This design comes from an exercise in tuning for small area, a short achievable clock period and few clock cycles per item on the open sky130 flow, not from production work. In this exercise RTL edits were held to simulation tests only and were not proved equivalent to the original. Power is estimated from default activity; no workload was simulated.

== run A ==
// stripe_parity
module stripe_parity (
    input  wire         clk,
    input  wire         rst,
    input  wire         in_valid,
    output wire         in_ready,
    input  wire [127:0] in_data,
    input  wire         in_last,
    output reg          out_valid,
    input  wire         out_ready,
    output wire [127:0] out_p0,
    output wire [127:0] out_p1,
    output wire [127:0] out_p2
);
    localparam NU = 58;
    localparam [NU-1:0] MU_0 = 58'h3813320604cc88f;
    localparam [31:0] NXT_0 = 32'hfe7ff54c;
    localparam [31:0] NXT_1 = 32'hfd15150f;
    localparam [31:0] NXT_2 = 32'h009d0eb3;
    localparam [31:0] NXT_3 = 32'hfc196bfc;
    localparam [31:0] NXT_4 = 32'h00b17edc;
    localparam [31:0] NXT_5 = 32'hfe07132d;
    localparam [31:0] NXT_6 = 32'h009ef88a;
    localparam [31:0] NXT_7 = 32'h0372a5f5;
    localparam [31:0] NXT_8 = 32'hfe67b0fa;
    localparam [31:0] NXT_9 = 32'h03efab46;
    localparam [31:0] NXT_10 = 32'hff6bce09;
    localparam [31:0] NXT_11 = 32'hfee10dc6;
    localparam [31:0] NXT_12 = 32'hfef94870;
    localparam [31:0] NXT_13 = 32'h037153cc;
    localparam [31:0] NXT_14 = 32'hfd75b6d8;
    localparam [31:0] NXT_15 = 32'h00e61eeb;
    localparam [31:0] NXT_16 = 32'h00fe5b5d;
    localparam [31:0] NXT_17 = 32'h002f8656;
    localparam [31:0] NXT_18 = 32'hfdc4c804;
    localparam [31:0] NXT_19 = 32'h00576037;
    localparam [31:0] NXT_20 = 32'h016cdd24;
    localparam [31:0] NXT_21 = 32'hff44485f;
    localparam [31:0] NXT_22 = 32'h02af060d;
    localparam [31:0] NXT_23 = 32'h03c02d10;
    localparam [31:0] NXT_24 = 32'h021d8ee8;
    localparam [31:0] NXT_25 = 32'hfc351b93;
    localparam [31:0] NXT_26 = 32'hff959554;
    localparam [31:0] NXT_27 = 32'h033e764d;
    localparam [31:0] NXT_28 = 32'h02e3d5b5;
    localparam [31:0] NXT_29 = 32'h031ba505;
    localparam [31:0] NXT_30 = 32'h011005dc;
  ...
Size: about 6600 cells after synthesis, ~500 flip-flops.
export LEC_CHECK = 0
export CAP_MARGIN = 20
export CORE_MARGIN = 2
export CORE_UTILIZATION = 50
export SLEW_MARGIN = 20
create_clock -name core_clock -period 4.0 [get_ports {clk}]
standard.sh (not shown) runs the stock make flow with config.mk's settings and CLKGATE_MAP_FILE= SYNTH_SCRIPT=/design/flow/synth_recipe.tcl, a recipe that flattens the netlist after the stock synthesis.
==> flow/flow/run.sh <==
#!/bin/bash
# Standard layout, with plain buffers on the ports, a shallow clock tree of
# large leaf clusters and no dummy clock loads, and timing repair aimed below
# the clock period. make's output goes to standard.log; each ORFS step keeps
# its own log under orfs/logs/.
bash standard.sh \
    BUFFER_PORTS_ARGS="-buffer_cell sky130_fd_sc_hd__buf_2" \
    SETUP_SLACK_MARGIN=2.07 \
    CTS_ARGS="-sink_clustering_enable -repair_clock_nets -dont_use_dummy_load -buf_list sky130_fd_sc_hd__clkbuf_16 -sink_clustering_size 20 -sink_clustering_max_diameter 120" \
    finish > standard.log 2>&1
Testbench counts of run A, summed over its fixed seeds: cycles 25,705, items 25,697.
Modified inputs, run B compared to run A
- CORE_UTILIZATION changed from 50 to 60
diff --git a/flow/flow/run.sh b/flow/flow/run.sh
--- a/flow/flow/run.sh
+++ b/flow/flow/run.sh
@@ -6,5 +6,5 @@
 bash standard.sh \
     BUFFER_PORTS_ARGS="-buffer_cell sky130_fd_sc_hd__buf_2" \
-    SETUP_SLACK_MARGIN=2.07 \
+    SETUP_SLACK_MARGIN=2.0 \
     CTS_ARGS="-sink_clustering_enable -repair_clock_nets -dont_use_dummy_load -buf_list sky130_fd_sc_hd__clkbuf_16 -sink_clustering_size 20 -sink_clustering_max_diameter 120" \
     finish > standard.log 2>&1
Findings:
- As of run B, net total in the final layout had fallen slightly compared to run A.
- Lower layout overhead on the synthesized area among run A and run B: run B
- Compared run B vs run A, and die area is down in run B.
- Summary of run B over run A: leakage dissipation went down about 6%, power went down about 10%.
- The maximum frequency of run B was inferior to that of run A.
- Lower floorplan row count goes to run B over run A.
- Delta (run B minus run A): register-to-register slack went down 0.06 ns, routed wire length went down 4.0%, design area went down about 7%.
The inputs of run C differ from those of run B as listed below.
- CORE_UTILIZATION now 50, was 60
Compared with run B, run C shows a lower via count.
The run with more routed wire is run C, not run B.
Run C: growth of design area from synthesis to finish 1.8 points above run B
Looking at launching instance or port of the critical path, the acc2[73] result is from run C; the out_valid one comes from run B.
Summary of run C over run B: sequential cell area fraction in the yosys report ~0 delta; synthesized cell count roughly the same.
[compare] base=run B new=run C: overall routing resource usage went down; post-detailed-route wirelength per cell now larger.
Taking run B as the reference, in run C latest clock arrival within the worst-skew pair up 0.04 ns, power dissipated by switching net loads up 140 uW, highest clock frequency the design can meet up 3.5 MHz.
The following lists how run D was set up differently from run C:
- swapping 50 for 70 in CORE_UTILIZATION
==> results.txt <==
Global placer's final weighted congestion (run D / run C): 1.08
Run C → run D: latest clock arrival within the worst-skew pair fell 0.04 ns, post-route fraction of the period consumed by the critical path about even.


stripe_parity, a different RTL version from the one above (not shown whole).
For scale: about 450 flip-flops, ~520 I/O pins.
clock: 4.0 ns
lec_check: 0
cap_margin: 20
core_margin: 2
core_utilization: 40
slew_margin: 20
==> flow/flow/run.sh <==
#!/bin/bash
# Standard layout, with plain buffers on the ports and timing repair aimed
# below the clock period. make's output goes to standard.log; each ORFS step
# keeps its own log under orfs/logs/.
bash standard.sh \
    BUFFER_PORTS_ARGS="-buffer_cell sky130_fd_sc_hd__buf_2" \
    SETUP_SLACK_MARGIN=1.4 \
    finish > standard.log 2>&1
The starting point finished with timing, DRC and antenna clean.
Testbench counts at the start, summed over its fixed seeds: cycles 25,705, items 25,697.
==> next run, changes <==
==> flow/flow/run.sh (replaced) <==
#!/bin/bash
# Standard layout, with plain buffers on the ports, no dummy clock loads and
# timing repair aimed below the clock period. make's output goes to
# standard.log; each ORFS step keeps its own log under orfs/logs/.
bash standard.sh \
    BUFFER_PORTS_ARGS="-buffer_cell sky130_fd_sc_hd__buf_2" \
    SETUP_SLACK_MARGIN=1.8 \
    CTS_ARGS="-sink_clustering_enable -repair_clock_nets -dont_use_dummy_load -buf_list sky130_fd_sc_hd__clkbuf_8" \
    finish > standard.log 2>&1
The new run ran to the end with no violations.
Utilization barely changes.
Maximum frequency rises by 14%.
Power falls by 8.5%.
Critical path depth rose by 2.
Synthesized area is unchanged.
Final cell count stays flat.

==> re-timing with driven ports <==
How much do the figures lean on ideal ports? The routed layouts below were timed once more, with nothing changed but the port constraints.
Step 1 sets driving cells, clkbuf_16 on the clock port and buf_2 on the other inputs (assumed; they add their load-dependent delay and slew).
Step 2 moves the port delays by t, midway between the first and last clock arrival at a register: inputs arrive t later, outputs are due t later. That takes back most of the time a late clock gives input paths.
Three values: ideal ports, drivers, drivers and shift; two values: the first two.
run	t, ns	setup slack, ns	hold WS [ns]	slew at the worst register clock pin (ns)	worst slew at a driven data input, ns
run A	0.720	1.990 / 1.917 / 1.402	0.468 / 0.468 / 0.468	0.10 / 0.10	0.15
run B	0.714	1.976 / 1.903 / 1.414	0.469 / 0.469 / 0.469	0.10 / 0.10	0.14
run C	0.739	1.990 / 1.914 / 1.406	0.460 / 0.460 / 0.460	0.10 / 0.10	0.15
run D	0.704	1.984 / 1.917 / 1.370	0.472 / 0.472 / 0.472	0.10 / 0.10	0.14
the first run of note 2	0.748	1.470 / 1.470 / 1.128	0.464 / 0.464 / 0.464	0.07 / 0.07	0.19
the second run of note 2	0.815	1.772 / 1.762 / 1.310	0.412 / 0.357 / 0.463	0.06 / 0.06	0.18
After both steps every run listed still meets setup and hold. The setup slack of run D, which loses most, moves by -0.067 ns with the drivers and by -0.614 ns with both steps.
